This is an optimization exercise on Yosys and OpenROAD, whose aim is small area and a short achievable clock period, not a production implementation. In this exercise RTL edits were held to simulation tests only and were not proved equivalent to the original.

==> flow/config.mk <==
export PLATFORM = sky130hd
export DESIGN_NAME = cmp_blend
export DESIGN_NICKNAME = cmp_blend
export VERILOG_FILES = /design/flow/design.v
export SDC_FILE = /design/flow/constraint.sdc
export NUM_CORES = 4
export LEC_CHECK = 0
export ABC_AREA = 1
export CAP_MARGIN = 20
export CORE_MARGIN = 2
export CORE_UTILIZATION = 55
export SLEW_MARGIN = 20
==> flow/constraint.sdc <==
create_clock -name core_clock -period 125.0 [get_ports {clk}]
set_input_delay 25.0000 -clock core_clock [delete_from_list [all_inputs] [get_ports {clk}]]
set_output_delay 25.0000 -clock core_clock [all_outputs]
set_load 0.01 [all_outputs]
==> flow/design.v <==
module f16_rca #(
    parameter W = 16
) (
    input  wire [W-1:0] a,
    input  wire [W-1:0] b,
    input  wire         ci,
    output wire [W-1:0] s,
    output wire         co
);
    wire [W:0] c;
    assign c[0] = ci;
    genvar i;
    generate
        for (i = 0; i < W; i = i + 1) begin : bit_
            assign s[i]   = a[i] ^ b[i] ^ c[i];
            assign c[i+1] = (a[i] & b[i]) | (a[i] & c[i]) | (b[i] & c[i]);
        end
    endgenerate
    assign co = c[W];
endmodule
module f16_lzc #(
    parameter W  = 11,
    parameter LW = 4
) (
    input  wire [W-1:0]  v,
    output reg  [LW-1:0] n
);
    integer i;
    always @* begin
        n = W;
        for (i = 0; i < W; i = i + 1)
            if (v[i]) n = W - 1 - i;
    end
endmodule
module f16_shr #(
    parameter W  = 23,
    parameter SW = 5
) (
    input  wire [W-1:0]  x,
    input  wire [SW-1:0] sh,
    output wire [W-1:0]  q,
    output wire          st
);
    wire [W-1:0] v [0:SW];
    wire [SW:0]  s;
    assign v[0] = x;
    assign s[0] = 1'b0;
    genvar j;
    generate
        for (j = 0; j < SW; j = j + 1) begin : stage
            localparam integer K = SW - 1 - j;
            localparam integer D = 1 << K;
            if (D < W) begin : part
                assign v[j+1] = sh[K] ? {{D{1'b0}}, v[j][W-1:D]} : v[j];
                assign s[j+1] = s[j] | (sh[K] & (|v[j][D-1:0]));
            end else begin : all
                assign v[j+1] = sh[K] ? {W{1'b0}} : v[j];
                assign s[j+1] = s[j] | (sh[K] & (|v[j]));
            end
        end
    endgenerate
    assign q  = v[SW];
    assign st = s[SW];
endmodule
module f16_prnd #(
    parameter NA = 11,
    parameter NB = 11
) (
    input  wire                sign,
    input  wire                zero,
    input  wire [NA+NB-1:0]    p,
    input  wire [4:0]          lz,
    input  wire signed [7:0]   w,
    input  wire [4:0]          shs,
    output wire [15:0]         y,
    output wire                ovf
);
    localparam integer N = NA + NB;
    wire       wp  = ~w[7];                         
    wire [4:0] shn = (N - 12) - lz;
    wire [4:0] sh  = wp ? shn : shs;
    reg top;
    integer i;
    always @* begin
        top = 1'b0;
        for (i = 0; i < N; i = i + 1)
            if (lz == i) top = p[N-1-i];
    end
    wire extra = top & wp;
    wire [N:0] q;
    wire       stq;
    f16_shr #(.W(N + 1), .SW(5)) u_sh (.x({p, 1'b0}), .sh(sh), .q(q), .st(stq));
    wire [10:0] n   = extra ? q[12:2] : q[11:1];
    wire        rb  = extra ? q[1] : q[0];
    wire        st  = stq | (extra & q[0]);
    wire        inc = rb & (st | n[0]);
    wire [5:0]  e0  = wp ? (w[5:0] + {5'd0, extra}) : 6'd0;
    wire [16:0] pat = {1'b0, e0, 10'd0} + {6'd0, n} + {16'd0, inc};
    assign ovf = ~zero & (pat[16:10] >= 7'd31);
    assign y   = zero ? {sign, 15'd0} : ovf ? {sign, 15'h7BFF} : {sign, pat[14:0]};
endmodule
module f16_umul #(
    parameter NA   = 11,
    parameter NB   = 11,
    parameter FAST = 1
) (
    input  wire [NA-1:0]    a,
    input  wire [NB-1:0]    b,
    output wire [NA+NB-1:0] p
);
    wire [NA-1:0] s [0:NB-1];
    wire [NA-1:0] c [0:NB-1];
    assign s[0] = a & {NA{b[0]}};
    assign c[0] = {NA{1'b0}};
    assign p[0] = s[0][0];
    genvar i, j;
    generate
        for (i = 1; i < NB; i = i + 1) begin : row
            for (j = 0; j < NA; j = j + 1) begin : col
                wire x = a[j] & b[i];
                wire y = (j == NA - 1) ? 1'b0 : s[i-1][j+1];
                wire z = c[i-1][j];
                assign s[i][j] = x ^ y ^ z;
                assign c[i][j] = (x & y) | (x & z) | (y & z);
            end
            assign p[i] = s[i][0];
        end
    endgenerate
    wire [NA-1:0] fs = {1'b0, s[NB-1][NA-1:1]};
    wire [NA-1:0] fc = c[NB-1];
    generate
        if (FAST) begin : fast
            assign p[NA+NB-1:NB] = fs + fc;
        end else begin : slow
            wire co;
            f16_rca #(.W(NA)) u_add (.a(fs), .b(fc), .ci(1'b0), .s(p[NA+NB-1:NB]), .co(co));
        end
    endgenerate
endmodule
module f16_mul #(
    parameter FAST  = 1,
    parameter BNORM = 0
) (
    input  wire [15:0] a,
    input  wire [15:0] b,
    output wire [15:0] y,
    output wire        ovf
);
    wire        za   = a[14:10] == 5'd0;
    wire        zb   = b[14:10] == 5'd0;
    wire [4:0]  ea   = {a[14:11], a[10] | za};
    wire [4:0]  eb   = {b[14:11], b[10] | zb};
    wire [10:0] ma   = {~za, a[9:0]};
    wire [10:0] mb   = {~zb, b[9:0]};
    wire        zero = (a[14:0] == 15'd0) | (b[14:0] == 15'd0);
    wire [21:0] p;
    f16_umul #(.NA(11), .NB(11), .FAST(FAST)) u_mul (.a(ma), .b(mb), .p(p));
    wire [3:0] lza, lzb;
    f16_lzc #(.W(11), .LW(4)) u_lza (.v(ma), .n(lza));
    generate
        if (BNORM) begin : bn
            assign lzb = 4'd0;
        end else begin : bs
            f16_lzc #(.W(11), .LW(4)) u_lzb (.v(mb), .n(lzb));
        end
    endgenerate
    wire [4:0] lz = {1'b0, lza} + {1'b0, lzb};
    wire [5:0] es = {1'b0, ea} + {1'b0, eb};
    wire signed [7:0] w = $signed({2'd0, es}) - $signed({3'd0, lz}) - 8'sd16;
    wire [4:0] shs = 5'd26 - es[4:0];
    f16_prnd #(.NA(11), .NB(11)) u_rnd (
        .sign(a[15] ^ b[15]), .zero(zero), .p(p), .lz(lz), .w(w), .shs(shs),
        .y(y), .ovf(ovf)
    );
endmodule
module f16_mulk #(
    parameter FAST = 1
) (
    input  wire [15:0] g,
    input  wire [8:0]  k,
    output wire [15:0] y
);
    wire        zg   = g[14:10] == 5'd0;
    wire [4:0]  eg   = {g[14:11], g[10] | zg};
    wire [10:0] mg   = {~zg, g[9:0]};
    wire        zero = (g[14:0] == 15'd0) | (k[7:0] == 8'd0);
    wire [18:0] p;
    f16_umul #(.NA(11), .NB(8), .FAST(FAST)) u_mul (.a(mg), .b(k[7:0]), .p(p));
    wire [3:0] lzg, lzk;
    f16_lzc #(.W(11), .LW(4)) u_lzg (.v(mg), .n(lzg));
    f16_lzc #(.W(8), .LW(4)) u_lzk (.v(k[7:0]), .n(lzk));
    wire [4:0] lz = {1'b0, lzg} + {1'b0, lzk};
    wire signed [7:0] w = $signed({3'd0, eg}) - $signed({3'd0, lz}) - 8'sd2;
    wire [4:0] shs = 5'd9 - eg;
    wire [15:0] yr;
    wire        ovf_unused;
    f16_prnd #(.NA(11), .NB(8)) u_rnd (
        .sign(g[15]), .zero(zero), .p(p), .lz(lz), .w(w), .shs(shs),
        .y(yr), .ovf(ovf_unused)
    );
    assign y = k[8] ? g : yr;
endmodule
module f16_add #(
    parameter FAST = 1
) (
    input  wire [15:0] a,
    input  wire [15:0] b,
    output wire [15:0] y,
    output wire        ovf
);
    wire swap;
    generate
        if (FAST) begin : cf
            assign swap = b[14:0] > a[14:0];
        end else begin : cs
            wire [14:0] dd;
            wire        co;
            f16_rca #(.W(15)) u_cmp (.a(a[14:0]), .b(~b[14:0]), .ci(1'b1), .s(dd), .co(co));
            assign swap = ~co;
        end
    endgenerate
    wire [15:0] big = swap ? b : a;
    wire [15:0] sml = swap ? a : b;
    wire        zg = big[14:10] == 5'd0;
    wire        zs = sml[14:10] == 5'd0;
    wire [4:0]  eg = {big[14:11], big[10] | zg};
    wire [4:0]  es = {sml[14:11], sml[10] | zs};
    wire [10:0] mg = {~zg, big[9:0]};
    wire [10:0] ms = {~zs, sml[9:0]};
    wire [4:0]  d  = eg - es;
    wire [3:0]  dc = (d > 5'd14) ? 4'd15 : d[3:0];
    wire [13:0] ms_sh;
    wire        stk;
    f16_shr #(.W(14), .SW(4)) u_al (.x({ms, 3'b000}), .sh(dc), .q(ms_sh), .st(stk));
    wire [14:0] al   = {1'b0, ms_sh[13:1], ms_sh[0] | stk};
    wire [14:0] mg_x = {1'b0, mg, 3'b000};
    wire        sb = big[15] ^ sml[15];
    wire [14:0] sum;
    generate
        if (FAST) begin : af
            assign sum = mg_x + (al ^ {15{sb}}) + {14'd0, sb};
        end else begin : as
            wire co;
            f16_rca #(.W(15)) u_sum (.a(mg_x), .b(al ^ {15{sb}}), .ci(sb), .s(sum), .co(co));
        end
    endgenerate
    wire zsum = sum == 15'd0;
    wire sgn  = zsum ? (a[15] & b[15]) : big[15];
    wire [3:0]  lz;
    f16_lzc #(.W(15), .LW(4)) u_lz (.v(sum), .n(lz));
    wire [3:0]  t  = ({1'b0, lz} > eg) ? eg[3:0] : lz;
    wire [14:0] sn = sum << t;
    wire [4:0]  e0 = eg - {1'b0, t};
    wire [10:0] n   = sn[14:4];
    wire        inc = sn[3] & ((|sn[2:0]) | n[0]);
    wire [15:0] pat = {1'b0, e0, 10'd0} + {5'd0, n} + {15'd0, inc};
    assign ovf = ~zsum & (pat[15:10] >= 6'd31);
    assign y   = zsum ? {sgn, 15'd0} : ovf ? {sgn, 15'h7BFF} : {sgn, pat[14:0]};
endmodule
module cmp_dkey (
    input  wire [15:0] v0,
    input  wire [15:0] v1,
    input  wire [15:0] v2,
    input  wire [15:0] lo0,
    input  wire [15:0] lo1,
    input  wire [15:0] lo2,
    input  wire [15:0] hi0,
    input  wire [15:0] hi1,
    input  wire [15:0] hi2,
    input  wire [2:0]  use_c,
    input  wire        invert,
    input  wire [15:0] key_soft,
    output wire [8:0]  k
);
    wire [15:0] d0, d1, d2;
    cmp_kdist u_k0 (.v(v0), .lo(lo0), .hi(hi0), .en(use_c[0]), .d(d0));
    cmp_kdist u_k1 (.v(v1), .lo(lo1), .hi(hi1), .en(use_c[1]), .d(d1));
    cmp_kdist u_k2 (.v(v2), .lo(lo2), .hi(hi2), .en(use_c[2]), .d(d2));
    wire g10 = d1 > d0;
    wire g20 = d2 > d0;
    wire g21 = d2 > d1;
    wire [15:0] dmax = (~g10 & ~g20) ? d0 : (g10 & ~g21) ? d1 : d2;
    wire [16:0] r0 = {1'b0, key_soft} - {1'b0, dmax};
    wire [15:0] rem [0:8];
    wire [7:0]  q;
    assign rem[0] = r0[15:0];
    genvar i;
    generate
        for (i = 0; i < 8; i = i + 1) begin : div
            wire [16:0] r2   = {rem[i], 1'b0};
            wire [17:0] diff = {1'b0, r2} - {2'b00, key_soft};
            assign q[7-i]    = ~diff[17];
            assign rem[i+1]  = diff[17] ? r2[15:0] : diff[15:0];
        end
    endgenerate
    wire       dz = dmax == 16'd0;
    wire       ge = r0[16] | (r0[15:0] == 16'd0);
    wire [8:0] m  = dz ? 9'd256 : ge ? 9'd0 : {1'b0, q};
    assign k = (use_c == 3'b000) ? 9'd256 : invert ? (9'd256 - m) : m;
endmodule
module cmp_kdist (
    input  wire [15:0] v,
    input  wire [15:0] lo,
    input  wire [15:0] hi,
    input  wire        en,
    output wire [15:0] d
);
    wire [16:0] x  = {1'b0, lo} - {1'b0, v};        
    wire [16:0] z  = {1'b0, v} - {1'b0, hi};        
    wire        lt = ~x[16] & (x[15:0] != 16'd0);   
    wire        gt = ~z[16] & (z[15:0] != 16'd0);   
    assign d = ~en ? 16'd0 : lt ? x[15:0] : gt ? z[15:0] : 16'd0;
endmodule
module cmp_blend (
    input  wire        clk,
    input  wire        rst,
    input  wire        in_valid,
    input  wire [15:0] in_d_r,      
    input  wire [15:0] in_d_g,
    input  wire [15:0] in_d_b,
    input  wire [15:0] in_d_a,
    input  wire [15:0] in_c_r,      
    input  wire [15:0] in_c_g,
    input  wire [15:0] in_c_b,
    input  wire [15:0] in_apx,      
    input  wire [15:0] in_ga,       
    input  wire [15:0] in_ks,       
    input  wire        in_premul,   
    input  wire [15:0] in_key_lo0,  
    input  wire [15:0] in_key_lo1,
    input  wire [15:0] in_key_lo2,
    input  wire [15:0] in_key_hi0,
    input  wire [15:0] in_key_hi1,
    input  wire [15:0] in_key_hi2,
    input  wire [2:0]  in_key_use,
    input  wire        in_key_inv,
    input  wire [15:0] in_key_soft,
    output reg         out_valid,
    output reg  [15:0] out_d_r,     
    output reg  [15:0] out_d_g,
    output reg  [15:0] out_d_b,
    output reg  [15:0] out_d_a,
    output reg  [3:0]  out_sat      
);
    localparam [15:0] ONE = 16'h3C00;
    reg        v0_q;
    reg [15:0] d_r, d_g, d_b, d_a, c_r, c_g, c_b, apx, ga, ks;
    reg        premul;
    reg [15:0] lo0, lo1, lo2, hi0, hi1, hi2, key_soft;
    reg [2:0]  use_c;
    reg        inv;
    always @(posedge clk) begin
        if (rst)
            v0_q <= 1'b0;
        else
            v0_q <= in_valid;
        d_r    <= in_d_r;
        d_g    <= in_d_g;
        d_b    <= in_d_b;
        d_a    <= in_d_a;
        c_r    <= in_c_r;
        c_g    <= in_c_g;
        c_b    <= in_c_b;
        apx    <= in_apx;
        ga     <= in_ga;
        ks     <= in_ks;
        premul <= in_premul;
        lo0    <= in_key_lo0;
        lo1    <= in_key_lo1;
        lo2    <= in_key_lo2;
        hi0    <= in_key_hi0;
        hi1    <= in_key_hi1;
        hi2    <= in_key_hi2;
        use_c  <= in_key_use;
        inv    <= in_key_inv;
        key_soft <= in_key_soft;
    end
    wire [8:0] k;
    cmp_dkey u_dkey (
        .v0(d_r), .v1(d_g), .v2(d_b),
        .lo0(lo0), .lo1(lo1), .lo2(lo2),
        .hi0(hi0), .hi1(hi1), .hi2(hi2),
        .use_c(use_c), .invert(inv), .key_soft(key_soft),
        .k(k)
    );
    wire [15:0] gks;
    wire        ov_gks;
    f16_mul #(.FAST(0)) u_gks (.a(ga), .b(ks), .y(gks), .ovf(ov_gks));
    reg        v1_q;
    reg [15:0] d1_r, d1_g, d1_b, d1_a, c1_r, c1_g, c1_b, apx1, gks1;
    reg [8:0]  k1;
    reg        premul1, sat1;
    always @(posedge clk) begin
        if (rst)
            v1_q <= 1'b0;
        else
            v1_q <= v0_q;
        d1_r <= d_r; d1_g <= d_g; d1_b <= d_b; d1_a <= d_a;
        c1_r <= c_r; c1_g <= c_g; c1_b <= c_b;
        apx1 <= apx; gks1 <= gks; k1 <= k;
        premul1 <= premul; sat1 <= ov_gks;
    end
    wire [15:0] f, a;
    wire        ov_a;
    f16_mulk #(.FAST(1)) u_f (.g(gks1), .k(k1), .y(f));
    f16_mul  #(.FAST(1)) u_a (.a(apx1), .b(f), .y(a), .ovf(ov_a));
    reg        v2_q;
    reg [15:0] d2_r, d2_g, d2_b, d2_a, c2_r, c2_g, c2_b, a2, s2;
    reg [1:0]  sat2;
    always @(posedge clk) begin
        if (rst)
            v2_q <= 1'b0;
        else
            v2_q <= v1_q;
        d2_r <= d1_r; d2_g <= d1_g; d2_b <= d1_b; d2_a <= d1_a;
        c2_r <= c1_r; c2_g <= c1_g; c2_b <= c1_b;
        a2 <= a; s2 <= premul1 ? f : a;
        sat2 <= {1'b0, sat1} + {1'b0, ov_a};
    end
    wire [15:0] r;
    wire        ov_r_unused;
    f16_add #(.FAST(1)) u_r (.a(ONE), .b({~a2[15], a2[14:0]}), .y(r), .ovf(ov_r_unused));
    wire [15:0] p_r, p_g, p_b, t_r, t_g, t_b, t_a;
    wire [6:0]  ov3;
    f16_mul #(.FAST(0))               u_pr (.a(c2_r), .b(s2), .y(p_r), .ovf(ov3[0]));
    f16_mul #(.FAST(0))               u_pg (.a(c2_g), .b(s2), .y(p_g), .ovf(ov3[1]));
    f16_mul #(.FAST(0))               u_pb (.a(c2_b), .b(s2), .y(p_b), .ovf(ov3[2]));
    f16_mul #(.FAST(1), .BNORM(1))    u_tr (.a(d2_r), .b(r),  .y(t_r), .ovf(ov3[3]));
    f16_mul #(.FAST(1), .BNORM(1))    u_tg (.a(d2_g), .b(r),  .y(t_g), .ovf(ov3[4]));
    f16_mul #(.FAST(1), .BNORM(1))    u_tb (.a(d2_b), .b(r),  .y(t_b), .ovf(ov3[5]));
    f16_mul #(.FAST(1), .BNORM(1))    u_ta (.a(d2_a), .b(r),  .y(t_a), .ovf(ov3[6]));
    integer j;
    reg [3:0] nsat3;
    always @* begin
        nsat3 = {2'd0, sat2};
        for (j = 0; j < 7; j = j + 1)
            nsat3 = nsat3 + {3'd0, ov3[j]};
    end
    reg        v3_q;
    reg [15:0] p3_r, p3_g, p3_b, t3_r, t3_g, t3_b, t3_a, a3;
    reg [3:0]  sat3;
    always @(posedge clk) begin
        if (rst)
            v3_q <= 1'b0;
        else
            v3_q <= v2_q;
        p3_r <= p_r; p3_g <= p_g; p3_b <= p_b;
        t3_r <= t_r; t3_g <= t_g; t3_b <= t_b; t3_a <= t_a;
        a3 <= a2; sat3 <= nsat3;
    end
    wire [15:0] n_r, n_g, n_b, n_a;
    wire [3:0]  ov4;
    f16_add #(.FAST(0)) u_nr (.a(p3_r), .b(t3_r), .y(n_r), .ovf(ov4[0]));
    f16_add #(.FAST(0)) u_ng (.a(p3_g), .b(t3_g), .y(n_g), .ovf(ov4[1]));
    f16_add #(.FAST(0)) u_nb (.a(p3_b), .b(t3_b), .y(n_b), .ovf(ov4[2]));
    f16_add #(.FAST(0)) u_na (.a(a3),   .b(t3_a), .y(n_a), .ovf(ov4[3]));
    wire [3:0] nsat = sat3 + {3'd0, ov4[0]} + {3'd0, ov4[1]} + {3'd0, ov4[2]} + {3'd0, ov4[3]};
    always @(posedge clk) begin
        if (rst)
            out_valid <= 1'b0;
        else
            out_valid <= v3_q;
        out_d_r <= n_r;
        out_d_g <= n_g;
        out_d_b <= n_b;
        out_d_a <= n_a;
        out_sat <= nsat;
    end
endmodule
==> flow/run.sh <==
#!/bin/bash
# synth_recipe.tcl (not shown) runs the flow's synth.tcl, then flattens the netlist and writes it again
# the make line also repeats each setting of config.mk as NAME=value (left out here)
make -C /OpenROAD-flow-scripts/flow DESIGN_CONFIG=/design/flow/config.mk WORK_HOME=/design/flow/orfs CLKGATE_MAP_FILE= SYNTH_SCRIPT=/design/flow/synth_recipe.tcl finish
==> results of run 1 <==
## layer usage
metal / wire, um / vias to the layer above / part of all wire / global-route usage
met5: 13 / - / 0.000044 / 0
met1: 124000 / 45600 / 0.42 / 0.384
met4: 12800 / 2 / 0.044 / 0.121
met2: 141000 / 2573 / 0.48 / 0.535
li1: - / 47700 / - / -
met3: 15500 / 592 / 0.053 / 0.0328
## metrics by stage
step           hold slack, ns  setup WS, ns
2_1_floorplan           0.310         99.67
3_3_place_gp            0.310         97.97
3_5_place_dp            0.312         97.12
4_1_cts                 0.306         97.01
5_1_grt                 0.316         93.21
6_report                0.309         96.44
## critical path: cells and delay by family, from the launching register on
| family | cells | cell delay (ns) |
|---|---|---|
| AOI/OAI and AO/OA | 61 | 11.93 |
| and+or+nand+nor | 50 | 7.53 |
| adders and majority gates | 12 | 4.18 |
| buffers and inverters | 25 | 3.93 |
| xor gates and xnor gates | 2 | 0.47 |
| DFF | 1 | 0.37 |
## cells in the final DEF, fill, tap and decap left out, types with 49 or more instances in the layout
cell type and count:
sky130_fd_sc_hd__a21oi_1 577, sky130_fd_sc_hd__a31oi_1 144, sky130_fd_sc_hd__buf_4 87, sky130_fd_sc_hd__clkbuf_16 91, sky130_fd_sc_hd__clkdlybuf4s50_1 348, sky130_fd_sc_hd__clkinv_1 59
sky130_fd_sc_hd__dfxtp_1 783, sky130_fd_sc_hd__fa_1 1001, sky130_fd_sc_hd__ha_1 772, sky130_fd_sc_hd__inv_1 2696, sky130_fd_sc_hd__nand2_1 3627, sky130_fd_sc_hd__nand2_2 49
sky130_fd_sc_hd__nand3_1 644, sky130_fd_sc_hd__nand4_1 117, sky130_fd_sc_hd__nor2_1 1384, sky130_fd_sc_hd__nor3_1 136, sky130_fd_sc_hd__nor4_1 72, sky130_fd_sc_hd__o211ai_1 71
sky130_fd_sc_hd__o21ai_0 1231, sky130_fd_sc_hd__o21ai_1 66, sky130_fd_sc_hd__o21bai_1 62, sky130_fd_sc_hd__o221ai_1 50, sky130_fd_sc_hd__or2_2 89, sky130_fd_sc_hd__xnor2_1 183
sky130_fd_sc_hd__xor2_1 418
## worst max-delay path by stage
stage | from | end | slack [ns] | depth (start not counted)
detailed placement | d_r[2] | k1[8] | 97.12 | 148
global route | d_r[2] | k1[8] | 93.21 | 155
finish | d_r[2] | k1[8] | 96.44 | 150
floorplan | out_d_a[0] | out_d_a[0] | 99.67 | 0
global placement | d_r[2] | k1[8] | 97.97 | 155
CTS | d_r[2] | k1[8] | 97.01 | 148
## kinds of logic after synthesis
logic type / share of synthesized area
adders and majority gates: 0.288
and+or+nand+nor: 0.252
buffers and inverters: 0.120
xor gates and xnor gates: 0.0514
muxes: 0.00388
DFF: 0.152
other: 0.0000364
AOI/OAI and AO/OA: 0.132
## cell type report
| class | instances | area [sq um] |
|---|---|---|
| Multi-Input combinational cell | 11100 | 75000 |
| Sequential cell | 783 | 15700 |
| Clock buffer | 112 | 2440 |
| Clock inverter | 58 | 719 |
| Fill cell | 17800 | 74300 |
| Timing Repair Buffer | 435 | 4140 |
| Inverter | 2783 | 10400 |
| Tap cell | 2480 | 3100 |
| Antenna cell | 5 | 12.5 |
==> notes.md, run 1 <==
* Final critical delay including setup and external delays at 28.56 ns
* RSZ-0062 raised after global routing: no
* Wire length of the first global-routing pass at 479 mm
* Endpoints failing setup at 0
* Cell count of the worst hold path at 0
* Hold Path Origin: c1_g[7]
* Post-CTS setup-driven buffer insertion count at 0
* Design Area, Final at 112,000 sq um
* Standard cell with the maximum stage delay on the critical path: sky130_fd_sc_hd__nor2_2
* H-tree depth reported by CTS at 3
* GRT Total Usage at 0.306
* Area share of the leading cell type in the synthesized netlist at 0.194
* Synthesis-to-layout area growth at 8.23%
* Number of global-route vias before repair at between 90,000 and 100k
* Final Wtd Congestion at 0.970
* Slowest cell delay on critical path at approximately 0.62 ns
* Clock transition at the registers of the reported paths at 0.08 ns
* Cell types with the largest area share after synthesis: sky130_fd_sc_hd__fa_1 19%, sky130_fd_sc_hd__dfxtp_1 15%, sky130_fd_sc_hd__nand2_1 13%
* Dominant cell by count in the synthesized netlist: sky130_fd_sc_hd__nand2_1
* Total negative setup slack at 0 ns
* Reg2Reg Depth at 150
* Count of routing violations after the opening detailed-route iteration at 6,906
* CTS tree: built
* Standard-cell rows at 158
* Number of distinct library cells after synthesis at 90
* Latest clock arrival within the worst-skew pair at 0.78 ns
* Max-cap violations at 0
* Fmax at 0.0350 GHz
* Reg2Reg Capture Point: k1[8]
* Most numerous cell types in the synthesized netlist: 3,627 x sky130_fd_sc_hd__nand2_1, 2,696 x sky130_fd_sc_hd__inv_1, 1,385 x sky130_fd_sc_hd__nor2_1, 1,236 x sky130_fd_sc_hd__o21ai_0, 1,001 x sky130_fd_sc_hd__fa_1
* First drt pass iteration count at 8
* Die span in x at around 440 um
* Core region area at 186,000 sq um
* Yosys synthesis warning count at 13
* Sequential fraction of the synthesis area at 0.152
* Min-Delay Endpoint: c2_g[7]
* Crit path DAT at 29.21 ns
* Crit path max fanout at 29
* Endpoint type of the worst setup path: flip-flop
* Total vias in the final route at just under 100k
* Average wire length per cell after detail routing at 16.5 um
* Number of vias per cell after detailed routing at about 5.4
* Initial standard-cell utilization of the core at 0.555
* Root buffer cell: sky130_fd_sc_hd__clkbuf_16
* Worst hold-check path type: flip-flop to flip-flop
* Worst slew pin tran at 1.09 ns
* Net count, final at about 17,000
* Worst path required time at 125.65 ns
* Number of instances resized during post-cts repair at 0
* Post-synth design cell area at 103,000 sq um
* Kind of critical path: flip-flop to flip-flop
* Average footprint of a synthesized cell at around 7 sq um
* Number of pins exceeding their max-slew limit in the final report at 0
* Critical Path Source Type: flip-flop
* Hold Fails Final Rpt at 0
* Routed Wire Length at 294 mm
* Main flop type after synthesis: sky130_fd_sc_hd__dfxtp_1
* Cell total after placement at 17,600
* Die Span Y at 437 um
* Worst clock skew at 0.0557 ns
* Cell count after synthesis at 15,200
* Post-route DRC at 0
* Post-synthesis sequential element count at 783
* Total of hold buffers inserted after clock tree synthesis at 0
* Cell repeated most along the worst path: sky130_fd_sc_hd__inv_1
* Max_slew headroom at 0.270
* TritonCTS sink count at 783
* Final core area utilization at 0.600
* Critical R2R Launch: d_r[2]
* Final cycle utilization of the critical path at 0.228
* Placed instance area at between 100,000 and 150,000 sq um
* Detail Route Antenna Nets at 0
* Antenna violations before repair at 15
* Flop2flop setup slack at 96.44 ns
* Final cell count without fillers at between 15,000 and 20,000
* Boundary pin count at 349
* Share of synthesized flip-flops with an asynchronous set or reset at 0
* # port buffers at 348
* Clock Path Buffers at 3
* Post-synth EDFFs at 0
* Fraction of layout cells with a size suffix above 1 at 0.0331
* Grt total ovfl at 0
* Number of CTS-inserted buffers at 91
* Dominant cell type by area after synthesis: sky130_fd_sc_hd__fa_1
* Maximum number of pins on one net before global-route repair at 56
* Synth Net Count at 17,200
* Die outline area at about 190,000 sq um
* HPWL after DPL at between 200 and 250 mm
* Run status: no timing/DRC/antenna violations
==> inputs of run 2 (changes only) <==
--- a/flow/design.v
+++ b/flow/design.v
@@ -94,10 +94,10 @@
     wire        rb  = extra ? q[1] : q[0];
     wire        st  = stq | (extra & q[0]);
     wire        inc = rb & (st | n[0]);
-    wire [5:0]  e0  = wp ? (w[5:0] + {5'd0, extra}) : 6'd0;
+    wire [5:0]  e0  = (wp & ~zero) ? (w[5:0] + {5'd0, extra}) : 6'd0;    
     wire [16:0] pat = {1'b0, e0, 10'd0} + {6'd0, n} + {16'd0, inc};
-    assign ovf = ~zero & (pat[16:10] >= 7'd31);
-    assign y   = zero ? {sign, 15'd0} : ovf ? {sign, 15'h7BFF} : {sign, pat[14:0]};
+    assign ovf = pat[16:10] >= 7'd31;
+    assign y   = {sign, ovf ? 15'h7BFF : pat[14:0]};
 endmodule
 module f16_umul #(
     parameter NA   = 11,
@@ -250,12 +250,12 @@
     f16_lzc #(.W(15), .LW(4)) u_lz (.v(sum), .n(lz));
     wire [3:0]  t  = ({1'b0, lz} > eg) ? eg[3:0] : lz;
     wire [14:0] sn = sum << t;
-    wire [4:0]  e0 = eg - {1'b0, t};
+    wire [4:0]  e0 = zsum ? 5'd0 : eg - {1'b0, t};    
     wire [10:0] n   = sn[14:4];
     wire        inc = sn[3] & ((|sn[2:0]) | n[0]);
     wire [15:0] pat = {1'b0, e0, 10'd0} + {5'd0, n} + {15'd0, inc};
-    assign ovf = ~zsum & (pat[15:10] >= 6'd31);
-    assign y   = zsum ? {sgn, 15'd0} : ovf ? {sgn, 15'h7BFF} : {sgn, pat[14:0]};
+    assign ovf = pat[15:10] >= 6'd31;
+    assign y   = {sgn, ovf ? 15'h7BFF : pat[14:0]};
 endmodule
 module cmp_dkey (
     input  wire [15:0] v0,
@@ -272,30 +272,44 @@
     input  wire [15:0] key_soft,
     output wire [8:0]  k
 );
-    wire [15:0] d0, d1, d2;
-    cmp_kdist u_k0 (.v(v0), .lo(lo0), .hi(hi0), .en(use_c[0]), .d(d0));
-    cmp_kdist u_k1 (.v(v1), .lo(lo1), .hi(hi1), .en(use_c[1]), .d(d1));
-    cmp_kdist u_k2 (.v(v2), .lo(lo2), .hi(hi2), .en(use_c[2]), .d(d2));
-    wire g10 = d1 > d0;
-    wire g20 = d2 > d0;
-    wire g21 = d2 > d1;
-    wire [15:0] dmax = (~g10 & ~g20) ? d0 : (g10 & ~g21) ? d1 : d2;
-    wire [16:0] r0 = {1'b0, key_soft} - {1'b0, dmax};
-    wire [15:0] rem [0:8];
-    wire [7:0]  q;
-    assign rem[0] = r0[15:0];
+    wire [15:0] m0, m1, m2;
+    wire        nz0, nz1, nz2;
+    cmp_kdist u_k0 (.v(v0), .lo(lo0), .hi(hi0), .en(use_c[0]), .nz(nz0), .dm1(m0));
+    cmp_kdist u_k1 (.v(v1), .lo(lo1), .hi(hi1), .en(use_c[1]), .nz(nz1), .dm1(m1));
+    cmp_kdist u_k2 (.v(v2), .lo(lo2), .hi(hi2), .en(use_c[2]), .nz(nz2), .dm1(m2));
+    wire [16:0] x0 = {nz0, m0};
+    wire [16:0] x1 = {nz1, m1};
+    wire [16:0] x2 = {nz2, m2};
+    wire g10 = x1 > x0;
+    wire g20 = x2 > x0;
+    wire g21 = x2 > x1;
+    wire [16:0] xm = (~g10 & ~g20) ? x0 : (g10 & ~g21) ? x1 : x2;
+    wire        dz = ~xm[16];
+    wire [15:0] dm = xm[15:0];
+    wire [16:0] sd = {1'b0, key_soft} + {1'b0, ~dm};
+    wire        ge = ~sd[16] | (sd[15:0] == 16'd0);
+    wire [17:0] s1 = {2'b00, key_soft};
+    wire [17:0] s2 = {1'b0, key_soft, 1'b0};
+    wire [17:0] s3 = s1 + s2;
+    wire [15:0] rem [0:4];
+    wire [7:0]  qn;
+    assign rem[0] = dm;
     genvar i;
     generate
-        for (i = 0; i < 8; i = i + 1) begin : div
-            wire [16:0] r2   = {rem[i], 1'b0};
-            wire [17:0] diff = {1'b0, r2} - {2'b00, key_soft};
-            assign q[7-i]    = ~diff[17];
-            assign rem[i+1]  = diff[17] ? r2[15:0] : diff[15:0];
+        for (i = 0; i < 4; i = i + 1) begin : div
+            wire [17:0] r4 = {rem[i], 2'b11};
+            wire [18:0] e1 = {1'b0, r4} - {1'b0, s1};
+            wire [18:0] e2 = {1'b0, r4} - {1'b0, s2};
+            wire [18:0] e3 = {1'b0, r4} - {1'b0, s3};
+            wire        c1 = ~e1[18];
+            wire        c2 = ~e2[18];
+            wire        c3 = ~e3[18];
+            assign qn[7-2*i] = c2;
+            assign qn[6-2*i] = c3 | (c1 & ~c2);
+            assign rem[i+1]  = c3 ? e3[15:0] : c2 ? e2[15:0] : c1 ? e1[15:0] : r4[15:0];
         end
     endgenerate
-    wire       dz = dmax == 16'd0;
-    wire       ge = r0[16] | (r0[15:0] == 16'd0);
-    wire [8:0] m  = dz ? 9'd256 : ge ? 9'd0 : {1'b0, q};
+    wire [8:0] m = dz ? 9'd256 : ge ? 9'd0 : {1'b0, ~qn};
     assign k = (use_c == 3'b000) ? 9'd256 : invert ? (9'd256 - m) : m;
 endmodule
 module cmp_kdist (
@@ -303,13 +317,15 @@
     input  wire [15:0] lo,
     input  wire [15:0] hi,
     input  wire        en,
-    output wire [15:0] d
+    output wire        nz,
+    output wire [15:0] dm1
 );
-    wire [16:0] x  = {1'b0, lo} - {1'b0, v};        
-    wire [16:0] z  = {1'b0, v} - {1'b0, hi};        
-    wire        lt = ~x[16] & (x[15:0] != 16'd0);   
-    wire        gt = ~z[16] & (z[15:0] != 16'd0);   
-    assign d = ~en ? 16'd0 : lt ? x[15:0] : gt ? z[15:0] : 16'd0;
+    wire [16:0] x  = {1'b0, lo} + {1'b0, ~v};       
+    wire [16:0] z  = {1'b0, v} + {1'b0, ~hi};       
+    wire        lt = x[16];
+    wire        gt = z[16];
+    assign nz  = en & (lt | gt);
+    assign dm1 = ~en ? 16'd0 : lt ? x[15:0] : gt ? z[15:0] : 16'd0;
 endmodule
 module cmp_blend (
     input  wire        clk,
==> notes.md, run 2 <==
* Min-Delay Endpoint: c2_r[11] (was c2_g[7])
* Clock transition at the registers of the reported paths at 0.06 ns (was 0.08 ns)
* First drt pass iteration count at 6 (was 8)
* Routed Wire Length at 295 mm (was 294 mm)
* Run status: no timing/DRC/antenna violations (unchanged)
* Initial standard-cell utilization of the core at 0.551 (was 0.555)
* Standard-cell rows at 160 (was 158)
* Endpoint type of the worst setup path: output pin (was flip-flop)
* Count of buffer and inverter cells on the critical path at 1 (was 25)
* Kind of cell with the highest combined delay on the critical path: buffers and inverters (was compound AO/OA/AOI/OAI gates)
* TritonCTS sink count at 783 (unchanged)
* Final Wtd Congestion at 0.975 (was 0.970)
* Total negative setup slack at 0 ns (unchanged)
* Reg2Reg Depth at 123 (was 150)
* GRT Total Usage at 0.303 (was 0.306)
* Flop2flop setup slack at 100.81 ns (was 96.44 ns)
* Dominant cell type by area after synthesis: sky130_fd_sc_hd__fa_1 (unchanged)
* Boundary pin count at 349 (unchanged)
* Dominant cell by count in the synthesized netlist: sky130_fd_sc_hd__nand2_1 (unchanged)
* Post-CTS setup-driven buffer insertion count at 0 (unchanged)
* Main flop type after synthesis: sky130_fd_sc_hd__dfxtp_1 (unchanged)
* Number of pins exceeding their max-slew limit in the final report at 0 (unchanged)
* Die outline area at 194,000 sq um (was 191,000 sq um)
* Count of routing violations after the opening detailed-route iteration at 6,303 (was 6,906)
* Yosys synthesis warning count at 13 (unchanged)
* Final Worst Setup Slack at 98.37 ns (was 96.44 ns)
* Average footprint of a synthesized cell at 6.82 sq um (was 6.80 sq um)
* Net count, final at 17,500 (was 17,300)
* Synth Net Count at 17,500 (was 17,200)
* Grt total ovfl at 0 (unchanged)
* Average wire length per cell after detail routing at 16.4 um (was 16.5 um)
* Max_slew headroom at 0.215 (was 0.270)
* Sequential fraction of the synthesis area at 0.150 (was 0.152)
* Total vias in the final route at 96,400 (was 96,600)
* Design Area, Final at 113,000 sq um (was 112,000 sq um)
* Number of distinct library cells after synthesis at 80 (was 90)
* Share of synthesized flip-flops with an asynchronous set or reset at 0 (unchanged)
* Cell count after synthesis at 15,300 (was 15,200)
* RSZ-0062 raised after global routing: no (unchanged)
* Fillers at 18,000 (was 17,800)
* Die Span Y at 440 um (was 437 um)
* H-tree depth reported by CTS at 3 (unchanged)
* Placed instance area at 110,000 sq um (was 108,000 sq um)
* Cell types with the largest area share after synthesis: sky130_fd_sc_hd__fa_1 19%, sky130_fd_sc_hd__dfxtp_1 15%, sky130_fd_sc_hd__nand2_1 13% (unchanged)
* Final critical delay including setup and external delays at 26.63 ns (was 28.56 ns)
* Worst clock skew at 0.0454 ns (was 0.0557 ns)
* Number of global-route vias before repair at 94,700 (was 95,400)
* Highest-count cells in the layout ignoring fill and taps: 3,740 x sky130_fd_sc_hd__nand2_1, 2,997 x sky130_fd_sc_hd__inv_1, 1,257 x sky130_fd_sc_hd__o21ai_0, 1,011 x sky130_fd_sc_hd__fa_1, 965 x sky130_fd_sc_hd__nor2_1 (was 3,627 x sky130_fd_sc_hd__nand2_1, 2,696 x sky130_fd_sc_hd__inv_1, 1,384 x sky130_fd_sc_hd__nor2_1, 1,231 x sky130_fd_sc_hd__o21ai_0, 1,001 x sky130_fd_sc_hd__fa_1)
* Most numerous cell types in the synthesized netlist: 3,742 x sky130_fd_sc_hd__nand2_1, 2,997 x sky130_fd_sc_hd__inv_1, 1,261 x sky130_fd_sc_hd__o21ai_0, 1,011 x sky130_fd_sc_hd__fa_1, 965 x sky130_fd_sc_hd__nor2_1 (was 3,627 x sky130_fd_sc_hd__nand2_1, 2,696 x sky130_fd_sc_hd__inv_1, 1,385 x sky130_fd_sc_hd__nor2_1, 1,236 x sky130_fd_sc_hd__o21ai_0, 1,001 x sky130_fd_sc_hd__fa_1)
* # port buffers at 348 (unchanged)
* Root buffer cell: sky130_fd_sc_hd__clkbuf_16 (unchanged)
* Die span in x at 440 um (was 437 um)
* Antenna violations before repair at 5 (was 15)
* Maximum number of pins on one net before global-route repair at 57 (was 56)
* CTS tree: built (unchanged)
* Slowest cell delay on critical path at 0.55 ns (was 0.62 ns)
* Post-synth design cell area at 105,000 sq um (was 103,000 sq um)
* Synthesis-to-layout area growth at 8.03% (was 8.23%)
* Detail Route Antenna Nets at 0 (unchanged)
* Most common library cell in the layout ignoring fill and taps: sky130_fd_sc_hd__nand2_1 (unchanged)
* Critical R2R Launch: a2[14] (was d_r[2])
* Hold Fails Final Rpt at 0 (unchanged)
* Latest clock arrival within the worst-skew pair at 0.77 ns (was 0.78 ns)
* HPWL after DPL at 246 mm (was 244 mm)
* Endpoints failing setup at 0 (unchanged)
* Area share of the leading cell type in the synthesized netlist at 0.194 (about the same)
* Wire length of the first global-routing pass at 479 mm (about the same)
* Number of vias per cell after detailed routing at 5.37 (was 5.43)
* Kind of critical path: flip-flop to output pin (was flip-flop to flip-flop)
* Number of instances resized during post-cts repair at 0 (unchanged)
* Max-cap violations at 0 (unchanged)
* Number of CTS-inserted buffers at 86 (was 91)
* Post-route DRC at 0 (unchanged)
* Worst hold slack across all endpoints at 0.319 ns (was 0.309 ns)
* Fraction of layout cells with a size suffix above 1 at 0.0306 (was 0.0331)
* Hold Path Origin: c1_r[11] (was c1_g[7])
* Cell count of the worst hold path at 0 (unchanged)
* Core region area at 190,000 sq um (was 186,000 sq um)
* Worst path required time at 100.00 ns (was 125.65 ns)
* Worst hold-check path type: flip-flop to flip-flop (unchanged)
* Post-synthesis sequential element count at 783 (unchanged)
* Crit path max fanout at 1 (was 29)
* Placement-stage worst setup slack at 99.13 ns (was 97.12 ns)
* Crit path DAT at 1.63 ns (was 29.21 ns)
* Worst slew pin tran at 1.17 ns (was 1.09 ns)
* Critical Path Source Type: flip-flop (unchanged)
* CP cell instances: clkdlybuf4s50_1
* Standard cell with the maximum stage delay on the critical path: sky130_fd_sc_hd__clkdlybuf4s50_1 (was sky130_fd_sc_hd__nor2_2)
* Final cycle utilization of the critical path at 0.213 (was 0.228)
* Fmax at 0.0376 GHz (was 0.0350 GHz)
* Reg2Reg Capture Point: sat3[2] (was k1[8])
* Clock Path Buffers at 3 (unchanged)
* Total of hold buffers inserted after clock tree synthesis at 0 (unchanged)
* Post-synth EDFFs at 0 (unchanged)
==> run 2: cell types whose count changed in the layout (fill, tap and decap cells not counted), sizes merged, moves of 15 or more <==
cell	before	now
nor2	1400	984
inv	2746	3029
nand2	3681	3769
ha	772	849
xnor2	184	138
or2	91	135
xor2	419	463
a31oi	145	104
a21oi	582	621
nand4	117	88
o21bai	62	91
nand3b	27	51
nand3	684	707
o21a	13	28
==> run 2: cells by family (layout without fill, tap and decap cells) <==
| family | after synthesis | in the layout | synth area share |
|---|---|---|---|
| AND/OR/NAND/NOR | 5976 | 5976 | 0.237 |
| flip-flops | 783 | 783 | 0.150 |
| XOR/XNOR | 601 | 601 | 0.0505 |
| adder cells (fa/ha/maj) | 1860 | 1860 | 0.295 |
| buffers and inverters | 3554 | 3664 | 0.128 |
| other | 1 | 7 | 0.0000359 |
| multiplexers | 53 | 53 | 0.00508 |
| AO/OA/AOI/OAI | 2494 | 2494 | 0.133 |
==> run 2: cell type report <==
class                           count  area, sq um  area share
Multi-Input combinational cell  11000        75500       0.668
Antenna cell                        6         15.0    0.000133
Sequential cell                   783        15700       0.139
Tap cell                         2511         3140      0.0278
Inverter                         3064        11500       0.102
Clock buffer                      107         2320      0.0206
Timing Repair Buffer              442         4190      0.0371
Clock inverter                     51          632     0.00560
==> run 2: routing by layer <==
layer  global-route usage  vias up  share of wire
li1                     -    48000              -
met2                0.544     2260           0.49
met1                0.375    45500           0.43
met3               0.0304      539          0.043
met5                    0        -       0.000054
met4                0.108        2          0.037
==> run 2: worst max-delay path by stage <==
stage / start / to / cells after the start
global route: out_d_g[2] / out_d_g[2] / 1
finish: out_d_a[9] / out_d_a[9] / 1
floorplan: out_d_a[0] / out_d_a[0] / 0
global placement: out_valid / out_valid / 1
detailed placement: out_d_r[5] / out_d_r[5] / 1
CTS: out_d_a[9] / out_d_a[9] / 1
==> run 2: metrics by stage <==
| step | cells | utilization |
|---|---|---|
| detailed placement | 17800 | 0.580 |
| floorplan | 15300 | - |
| global placement | 17800 | 0.580 |
| global route | 17900 | 0.596 |
| CTS | 17900 | 0.596 |
| finish | 17900 | 0.596 |
==> inputs of run 3 (changes only) <==
--- a/flow/design.v
+++ b/flow/design.v
@@ -79,17 +79,10 @@
     wire       wp  = ~w[7];                         
     wire [4:0] shn = (N - 12) - lz;
     wire [4:0] sh  = wp ? shn : shs;
-    reg top;
-    integer i;
-    always @* begin
-        top = 1'b0;
-        for (i = 0; i < N; i = i + 1)
-            if (lz == i) top = p[N-1-i];
-    end
-    wire extra = top & wp;
     wire [N:0] q;
     wire       stq;
     f16_shr #(.W(N + 1), .SW(5)) u_sh (.x({p, 1'b0}), .sh(sh), .q(q), .st(stq));
+    wire extra = q[12] & wp;
     wire [10:0] n   = extra ? q[12:2] : q[11:1];
     wire        rb  = extra ? q[1] : q[0];
     wire        st  = stq | (extra & q[0]);
@@ -164,7 +157,7 @@
             f16_lzc #(.W(11), .LW(4)) u_lzb (.v(mb), .n(lzb));
         end
     endgenerate
-    wire [4:0] lz = {1'b0, lza} + {1'b0, lzb};
+    wire [4:0] lz = {1'b0, lza | lzb};
     wire [5:0] es = {1'b0, ea} + {1'b0, eb};
     wire signed [7:0] w = $signed({2'd0, es}) - $signed({3'd0, lz}) - 8'sd16;
     wire [4:0] shs = 5'd26 - es[4:0];
==> flow/flow/run.sh (new file) <==
#!/bin/bash
# The standard layout (standard.sh), except that synthesis maps the logic
# with ABC's area-only standard-cell mapping (map -a, in abc_area.script)
# in place of ORFS's abc_area.script. Everything else, registers included,
# is the standard synthesis and flow.
set -euo pipefail
here=$(pwd)
rm -rf "$here/abc_scripts"
cp -r "$FLOW_HOME/scripts" "$here/abc_scripts"
cp "$here/flow/abc_area.script" "$here/abc_scripts/abc_area.script"
bash "$here/standard.sh" SCRIPTS_DIR="$here/abc_scripts" synth > "$here/synth.log" 2>&1
bash "$here/standard.sh" > "$here/layout.log" 2>&1
==> flow/flow/abc_area.script (new file) <==
strash
dch
map -a
topo
stime -c
buffer -c
upsize -c
dnsize -c
==> flow/standard.sh (new file) <==
#!/bin/bash
# synth_recipe.tcl (not shown) runs the flow's synth.tcl, then flattens the netlist and writes it again
# the make line also repeats each setting of config.mk as NAME=value (left out here)
make -C /OpenROAD-flow-scripts/flow DESIGN_CONFIG=/design/flow/config.mk WORK_HOME=/design/flow/orfs CLKGATE_MAP_FILE= SYNTH_SCRIPT=/design/flow/synth_recipe.tcl "${@:-finish}"
removed: flow/run.sh
==> notes.md, run 3 <==
* Post-CTS setup-driven buffer insertion count at 0 (unchanged)
* Total of hold buffers inserted after clock tree synthesis at 0 (unchanged)
* Dominant cell type by area after synthesis: sky130_fd_sc_hd__fa_1 (unchanged)
* Root buffer cell: sky130_fd_sc_hd__clkbuf_16 (unchanged)
* Highest-count cells in the layout ignoring fill and taps: 2,461 x sky130_fd_sc_hd__nand2_1, 2,042 x sky130_fd_sc_hd__inv_1, 2,030 x sky130_fd_sc_hd__nor2_1, 1,130 x sky130_fd_sc_hd__o21ai_0, 1,006 x sky130_fd_sc_hd__fa_1 (was 3,740 x sky130_fd_sc_hd__nand2_1, 2,997 x sky130_fd_sc_hd__inv_1, 1,257 x sky130_fd_sc_hd__o21ai_0, 1,011 x sky130_fd_sc_hd__fa_1, 965 x sky130_fd_sc_hd__nor2_1)
* Initial standard-cell utilization of the core at 0.552 (was 0.551)
* Post-synth design cell area at 97,200 sq um (was 105,000 sq um)
* Die outline area at 180,000 sq um (was 194,000 sq um)
* H-tree depth reported by CTS at 3 (unchanged)
* Worst path required time at 100.00 ns (about the same)
* Critical R2R Launch: a2[13] (was a2[14])
* Hold Path Origin: c_b[4] (was c1_r[11])
* Standard-cell rows at 154 (was 160)
* Run status: no timing/DRC/antenna violations (unchanged)
* Final cycle utilization of the critical path at 0.213 (about the same)
* Total vias in the final route at 87,600 (was 96,400)
* Wire length of the first global-routing pass at 447 mm (was 479 mm)
* First drt pass iteration count at 6 (unchanged)
* Cell types with the largest area share after synthesis: sky130_fd_sc_hd__fa_1 21%, sky130_fd_sc_hd__dfxtp_1 16%, sky130_fd_sc_hd__ha_1 10% (was sky130_fd_sc_hd__fa_1 19%, sky130_fd_sc_hd__dfxtp_1 15%, sky130_fd_sc_hd__nand2_1 13%)
* Maximum number of pins on one net before global-route repair at 58 (was 57)
* Final critical delay including setup and external delays at 26.61 ns (was 26.63 ns)
* Crit path DAT at 1.61 ns (was 1.63 ns)
* Fmax at 0.0376 GHz (about the same)
* Average wire length per cell after detail routing at 17.1 um (was 16.4 um)
* Post-synth EDFFs at 0 (unchanged)
* RSZ-0062 raised after global routing: no (unchanged)
* Hold Fails Final Rpt at 0 (unchanged)
* Worst hold-check path type: flip-flop to flip-flop (unchanged)
* Net count, final at 15,800 (was 17,500)
* CTS tree: built (unchanged)
* Clock transition at the registers of the reported paths at 0.07 ns (was 0.06 ns)
* Yosys synthesis warning count at 11 (was 13)
* Clock Path Buffers at 3 (unchanged)
* Worst hold slack across all endpoints at 0.315 ns (was 0.319 ns)
* Synthesis-to-layout area growth at 8.39% (was 8.03%)
* TritonCTS sink count at 783 (unchanged)
* Number of gates on the worst path with buffers counted at 1 (unchanged)
* Average footprint of a synthesized cell at 7.13 sq um (was 6.82 sq um)
* Reg2Reg Depth at 117 (was 123)
* Detail Route Antenna Nets at 0 (unchanged)
* Post-synthesis sequential element count at 783 (unchanged)
* Total negative setup slack at 0 ns (unchanged)
* Max-cap violations at 0 (unchanged)
* Cell count after synthesis at 13,600 (was 15,300)
* Kind of critical path: flip-flop to output pin (unchanged)
* Count of buffer and inverter cells on the critical path at 1 (unchanged)
* Antenna violations before repair at 9 (was 5)
* Flop2flop setup slack at 101.65 ns (was 100.81 ns)
* Area share of the leading cell type in the synthesized netlist at 0.207 (was 0.194)
* Standard cell with the maximum stage delay on the critical path: sky130_fd_sc_hd__clkdlybuf4s50_1 (unchanged)
* Final Worst Setup Slack at 98.39 ns (was 98.37 ns)
* Most common library cell in the layout ignoring fill and taps: sky130_fd_sc_hd__nand2_1 (unchanged)
* Worst clock skew at 0.0431 ns (was 0.0454 ns)
* Number of vias per cell after detailed routing at 5.43 (was 5.37)
* CP cell instances: clkdlybuf4s50_1 (unchanged)
* Most numerous cell types in the synthesized netlist: 2,461 x sky130_fd_sc_hd__nand2_1, 2,042 x sky130_fd_sc_hd__inv_1, 2,032 x sky130_fd_sc_hd__nor2_1, 1,142 x sky130_fd_sc_hd__o21ai_0, 1,006 x sky130_fd_sc_hd__fa_1 (was 3,742 x sky130_fd_sc_hd__nand2_1, 2,997 x sky130_fd_sc_hd__inv_1, 1,261 x sky130_fd_sc_hd__o21ai_0, 1,011 x sky130_fd_sc_hd__fa_1, 965 x sky130_fd_sc_hd__nor2_1)
* Boundary pin count at 349 (unchanged)
* Share of synthesized flip-flops with an asynchronous set or reset at 0 (unchanged)
* Number of instances resized during post-cts repair at 0 (unchanged)
* End of the critical path: out_d_r[14] (was out_d_a[9])
* Post-route DRC at 0 (unchanged)
* Max_slew headroom at 0.213 (was 0.215)
* Main flop type after synthesis: sky130_fd_sc_hd__dfxtp_1 (unchanged)
* Number of CTS-inserted buffers at 88 (was 86)
* Crit path max fanout at 1 (unchanged)
* Dominant cell by count in the synthesized netlist: sky130_fd_sc_hd__nand2_1 (unchanged)
* Core region area at 176,000 sq um (was 190,000 sq um)
* Number of distinct library cells after synthesis at 94 (was 80)
* Crit path launch: out_d_r[14] (was out_d_a[9])
* Endpoints failing setup at 0 (unchanged)
* Worst slew pin tran at 1.17 ns (about the same)
* Kind of cell with the highest combined delay on the critical path: buffers and inverters (unchanged)
* Slowest cell delay on critical path at 0.54 ns (was 0.55 ns)
* Final Wtd Congestion at 0.947 (was 0.975)
* Sequential fraction of the synthesis area at 0.161 (was 0.150)
* Number of pins exceeding their max-slew limit in the final report at 0 (unchanged)
* Synth Net Count at 15,700 (was 17,500)
* Placement-stage worst setup slack at 99.15 ns (was 99.13 ns)
* Critical Path Source Type: flip-flop (unchanged)
* Count of routing violations after the opening detailed-route iteration at 5,972 (was 6,303)
* Number of global-route vias before repair at 85,700 (was 94,700)
* Die span in x at 424 um (was 440 um)
* Reg2Reg Capture Point: sat3[2] (unchanged)
* HPWL after DPL at 231 mm (was 246 mm)
* Die Span Y at 424 um (was 440 um)
* Fraction of layout cells with a size suffix above 1 at 0.0401 (was 0.0306)
* GRT Total Usage at 0.306 (was 0.303)
* Latest clock arrival within the worst-skew pair at 0.77 ns (about the same)
* Routed Wire Length at 275 mm (was 295 mm)
* Endpoint type of the worst setup path: output pin (unchanged)
* # port buffers at 348 (unchanged)
* Grt total ovfl at 0 (unchanged)
* Final core area utilization at 0.599 (was 0.596)
-- run 3: metrics by stage --
step	std cells	instance area (sq um)
after global routing	16100	105000
after floorplan	13600	97200
after global placement	16000	102000
final	16100	105000
after CTS	16100	105000
after detailed placement	16000	102000
-- run 3: cells by family (layout without fill, tap and decap cells) --
group / Yosys count / after routing / share of synthesized area
buffers and inverters: 2611 / 2779 / 0.106
AO/OA/AOI/OAI: 2458 / 2458 / 0.142
adder cells (fa/ha/maj): 1798 / 1798 / 0.309
XOR/XNOR: 571 / 571 / 0.0516
multiplexers: 43 / 43 / 0.00443
AND/OR/NAND/NOR: 5357 / 5357 / 0.226
other: 1 / 3 / 0.0000386
flip-flops: 783 / 783 / 0.161
-- run 3: worst min path at each step --
stage | end | slack (ns) | cells after the start
after global routing | c1_g[10] | 0.33 | 0
final | c1_b[4] | 0.32 | 0
after floorplan | apx1[0] | 0.31 | 0
after detailed placement | apx1[14] | 0.31 | 0
after CTS | c1_b[4] | 0.32 | 0
after global placement | apx1[1] | 0.31 | 0
-- run 3: layout make-up --
cell class	instances	area [sq um]
Sequential cell	783	15700
Multi-Input combinational cell	10200	71300
Clock inverter	56	716
Antenna cell	2	5.00
Fill cell	16700	70600
Timing Repair Buffer	436	4140
Tap cell	2340	2930
Clock buffer	105	2390
Inverter	2182	8200
-- run 3: metal layers --
metal	GRT usage	vias to the layer above	part of all wire
li1	-	43500	-
met2	0.514	2266	0.46
met1	0.403	41300	0.44
met4	0.129	0	0.047
met5	0	-	0
met3	0.0300	512	0.049
==> inputs of run 4 (changes only) <==
==> flow/flow/run.sh (replaced) <==
#!/bin/bash
# The standard layout (standard.sh) with two changes:
#  - synthesis maps the logic with ABC's area-only standard-cell mapping
#    (two rounds of map -a, in abc_area.script) in place of ORFS's abc_area.script;
#    the registers, and every other synthesis step, are the standard ones;
#  - every input and output port still gets its own buffer, but a plain
#    buf_1 rather than the delay cell buffer_ports picks by default.
set -euo pipefail
here=$(pwd)
ports="BUFFER_PORTS_ARGS=-buffer_cell sky130_fd_sc_hd__buf_1"
rm -rf "$here/abc_scripts"
cp -r "$FLOW_HOME/scripts" "$here/abc_scripts"
cp "$here/flow/abc_area.script" "$here/abc_scripts/abc_area.script"
bash "$here/standard.sh" SCRIPTS_DIR="$here/abc_scripts" "$ports" synth > "$here/synth.log" 2>&1
bash "$here/standard.sh" "$ports" > "$here/layout.log" 2>&1
==> flow/flow/abc_area.script (replaced) <==
strash
dch
map -a
strash
dch
map -a
topo
stime -c
buffer -c
upsize -c
dnsize -c
--- a/flow/config.mk
+++ b/flow/config.mk
@@ -8,5 +8,5 @@
 export ABC_AREA = 1
 export CAP_MARGIN = 20
 export CORE_MARGIN = 2
-export CORE_UTILIZATION = 55
+export CORE_UTILIZATION = 65
 export SLEW_MARGIN = 20
==> notes.md, run 4 <==
* Max_slew headroom at 0.296 (was 0.213)
* Area share of xor/xnor cells in the synthesized design at 0.0471 (was 0.0516)
* Post-route DRC at 0 (unchanged)
* Total negative setup slack at 0 ns (unchanged)
* Post-synthesis sequential element count at 783 (unchanged)
* Main flop type after synthesis: sky130_fd_sc_hd__dfxtp_1 (unchanged)
* Area share of the leading cell type in the synthesized netlist at 0.211 (was 0.207)
* Multiplexer share of the synthesized area at 0.00650 (was 0.00443)
* Routed Wire Length at 270 mm (was 275 mm)
* Clock Path Buffers at 3 (unchanged)
* Max-cap violations at 0 (unchanged)
* Die span in x at 388 um (was 424 um)
* Post-synth design cell area at 95,700 sq um (was 97,200 sq um)
* Cell types with the largest area share after synthesis: sky130_fd_sc_hd__fa_1 21%, sky130_fd_sc_hd__dfxtp_1 16%, sky130_fd_sc_hd__ha_1 10% (unchanged)
* TritonCTS sink count at 783 (unchanged)
* Endpoints failing setup at 0 (unchanged)
* Hold Fails Final Rpt at 0 (unchanged)
* Final cycle utilization of the critical path at 0.210 (was 0.213)
* Maximum number of pins on one net before global-route repair at 58 (unchanged)
* Number of global-route vias before repair at 86,700 (was 85,700)
* Dominant cell by count in the synthesized netlist: sky130_fd_sc_hd__nand2_1 (unchanged)
* H-tree depth reported by CTS at 3 (unchanged)
* Standard-cell rows at 140 (was 154)
* Endpoint type of the worst setup path: output pin (unchanged)
* Fraction of layout cells with a size suffix above 1 at 0.0360 (was 0.0401)
* Fmax at 0.0382 GHz (was 0.0376 GHz)
* Latest clock arrival within the worst-skew pair at 0.74 ns (was 0.77 ns)
* Average wire length per cell after detail routing at 17.4 um (was 17.1 um)
* Uppermost signal routing layer after detailed routing: met5 (was met4)
* Die outline area at 150,000 sq um (was 180,000 sq um)
* CTS tree: built (unchanged)
* Most numerous cell types in the synthesized netlist: 2,346 x sky130_fd_sc_hd__nand2_1, 2,088 x sky130_fd_sc_hd__inv_1, 2,056 x sky130_fd_sc_hd__nor2_1, 1,138 x sky130_fd_sc_hd__o21ai_0, 1,006 x sky130_fd_sc_hd__fa_1 (was 2,461 x sky130_fd_sc_hd__nand2_1, 2,042 x sky130_fd_sc_hd__inv_1, 2,032 x sky130_fd_sc_hd__nor2_1, 1,142 x sky130_fd_sc_hd__o21ai_0, 1,006 x sky130_fd_sc_hd__fa_1)
* Dominant cell type by area after synthesis: sky130_fd_sc_hd__fa_1 (unchanged)
* Count of routing violations after the opening detailed-route iteration at 7,104 (was 5,972)
* GRT Total Usage at 0.357 (was 0.306)
* Yosys synthesis warning count at 11 (unchanged)
* First drt pass iteration count at 8 (was 6)
* Fillers at 12,400 (was 16,700)
* Design Area, Final at 101,000 sq um (was 105,000 sq um)
* Combinational family with the most area after synthesis: adder cells (unchanged)
* Run status: no timing/DRC/antenna violations (unchanged)
* Initial standard-cell utilization of the core at 0.656 (was 0.552)
* Kind of critical path: flip-flop to output pin (unchanged)
* HPWL after DPL at 223 mm (was 231 mm)
* # port buffers at 348 (unchanged)
* Synthesized-area fraction occupied by and/or/nand/nor cells at 0.219 (was 0.226)
* M1 WL at 112 mm (was 122 mm)
* Sequential fraction of the synthesis area at 0.164 (was 0.161)
* Synthesis-to-layout area growth at 6.02% (was 8.39%)
* Kind of cell with the highest combined delay on the critical path: flip-flops (was buffers and inverters)
* Worst slew pin tran at 1.05 ns (was 1.17 ns)
* Worst path required time at 100.00 ns (about the same)
* Die Span Y at 388 um (was 424 um)
* Total of hold buffers inserted after clock tree synthesis at 0 (unchanged)
* Fraction of the mapped netlist area in adder cells at 0.314 (was 0.309)
* Boundary pin count at 349 (unchanged)
* Share of synthesized flip-flops with an asynchronous set or reset at 0 (unchanged)
* Highest-count cells in the layout ignoring fill and taps: 2,346 x sky130_fd_sc_hd__nand2_1, 2,088 x sky130_fd_sc_hd__inv_1, 2,053 x sky130_fd_sc_hd__nor2_1, 1,133 x sky130_fd_sc_hd__o21ai_0, 1,006 x sky130_fd_sc_hd__fa_1 (was 2,461 x sky130_fd_sc_hd__nand2_1, 2,042 x sky130_fd_sc_hd__inv_1, 2,030 x sky130_fd_sc_hd__nor2_1, 1,130 x sky130_fd_sc_hd__o21ai_0, 1,006 x sky130_fd_sc_hd__fa_1)
* Number of distinct library cells after synthesis at 94 (unchanged)
* Final Worst Setup Slack at 98.80 ns (was 98.39 ns)
* Final Wtd Congestion at 0.985 (was 0.947)
* Worst clock skew at 0.0320 ns (was 0.0431 ns)
* Standard cell with the maximum stage delay on the critical path: sky130_fd_sc_hd__dfxtp_1 (was sky130_fd_sc_hd__clkdlybuf4s50_1)
* Synth Net Count at 15,500 (was 15,700)
* Average footprint of a synthesized cell at 7.15 sq um (was 7.13 sq um)
* Number of instances resized during post-cts repair at 0 (unchanged)
* Number of vias per cell after detailed routing at 5.67 (was 5.43)
* Met2 routed wirelength at 123 mm (was 127 mm)
* Detail Route Antenna Nets at 0 (unchanged)
* Total vias in the final route at 87,800 (was 87,600)
* Fraction of the mapped netlist area in compound gates at 0.145 (was 0.142)
* Post-CTS setup-driven buffer insertion count at 0 (unchanged)
* Wire length of the first global-routing pass at 437 mm (was 447 mm)
* Final cell count without fillers at 15,500 (was 16,100)
* CP cell instances: buf_1 (was clkdlybuf4s50_1)
* Final core area utilization at 0.695 (was 0.599)
* Final critical delay including setup and external delays at 26.20 ns (was 26.61 ns)
* Worst hold slack across all endpoints at 0.319 ns (was 0.315 ns)
* Antenna violations before repair at 18 (was 9)
* Net count, final at 15,600 (was 15,800)
* Clock transition at the registers of the reported paths at 0.07 ns (about the same)
* Root buffer cell: sky130_fd_sc_hd__clkbuf_16 (unchanged)
* Core region area at 146,000 sq um (was 176,000 sq um)
* Crit path max fanout at 1 (unchanged)
* Placed instance area at 98,200 sq um (was 102,000 sq um)
* Critical Path Source Type: flip-flop (unchanged)
* Number of pins exceeding their max-slew limit in the final report at 0 (unchanged)
* Slowest cell delay on critical path at 0.31 ns (was 0.54 ns)
* Count of buffer and inverter cells on the critical path at 1 (unchanged)
* Cell count after synthesis at 13,400 (was 13,600)
* Post-synth EDFFs at 0 (unchanged)
* Number of CTS-inserted buffers at 90 (was 88)
* Crit path DAT at 1.20 ns (was 1.61 ns)
* Detailed route wirelength on metal3 at 21.3 mm (was 13.4 mm)
* Cell total after placement at 15,300 (was 16,000)
* Worst hold-check path type: flip-flop to flip-flop (unchanged)
* Grt total ovfl at 0 (unchanged)
* Most common library cell in the layout ignoring fill and taps: sky130_fd_sc_hd__nand2_1 (unchanged)
* RSZ-0062 raised after global routing: no (unchanged)
* Placement-stage worst setup slack at 99.54 ns (was 99.15 ns)
run 4: cell types whose count changed after synthesis, sizes merged, moves of 21 or more:
| cell | before | now |
|---|---|---|
| nand2 | 2495 | 2368 |
| xor2 | 417 | 368 |
| nor3 | 192 | 153 |
| nor2 | 2052 | 2081 |
| a21oi | 689 | 662 |
| o31ai | 41 | 18 |
| o22ai | 42 | 90 |
| o21ai | 1264 | 1229 |
| clkbuf | 360 | 332 |
| a22oi | 19 | 61 |
| nand3 | 266 | 235 |
| inv | 2100 | 2123 |
| a31oi | 129 | 108 |
run 4: cell families after synthesis:
logic type      after synthesis
flops                       783
simple gates               5161
compound gates             2466
fa+ha+maj                  1798
buf+inv                    2603
mux                          62
xor+xnor                    513
other cells                   1
run 4: path summary, 6_finish.rpt:
| check | from | to | slack (ns) | cells past startpoint |
|---|---|---|---|---|
| max | out_valid | out_valid | 98.80 | 1 |
| min | c_r[5] | c1_r[5] | 0.32 | 0 |
| max reg2reg | d_b[0] | k1[8] | 101.72 | 132 |
| min reg2reg | c_r[5] | c1_r[5] | 0.32 | 0 |
run 4: per-layer routing:
metal	GRT usage	vias to the layer above
met3	0.0563	735
met4	0.171	10
met2	0.589	3181
met1	0.458	41200
li1	-	42700
met5	0	-
run 4: area by class of cell:
type	count	area, sq um	share of cell area
Antenna cell	5	12.5	0.000123
Sequential cell	783	15700	0.155
Clock buffer	107	2440	0.0240
Inverter	2200	8280	0.0816
Tap cell	1917	2400	0.0237
Clock inverter	60	766	0.00755
Timing Repair Buffer	416	1820	0.0180
Multi-Input combinational cell	10000	70000	0.690

==> what the ideal ports hide <==
The flow's constraints put no driver on any port. The routed layouts listed below were extracted and timed again, unchanged, in two steps.
Step 1, drivers: a clkbuf_16 drives clk and a buf_2 each remaining input, both assumed.
Step 2 adds t to the input delays and takes it off the output delays; t is the mean of the earliest and latest rising clock arrival at the registers after step 1. Input paths then give back, and output paths get back, about the clock's delay inside the block.
a / b / c = ideal ports / drivers / drivers and shift; a / b = the first two.
run | shift t [ns] | setup slack, ns | worst hold slack (ns)
run 1 | 0.847 | 96.442 / 96.442 / 96.442 | 0.309 / 0.309 / 0.309
run 2 | 0.834 | 98.369 / 98.283 / 99.116 | 0.319 / 0.319 / 0.319
run 3 | 0.834 | 98.390 / 98.301 / 99.135 | 0.315 / 0.315 / 0.315
run 4 | 0.802 | 98.801 / 98.720 / 99.522 | 0.319 / 0.319 / 0.319
After both steps setup and hold are still met in every run listed.
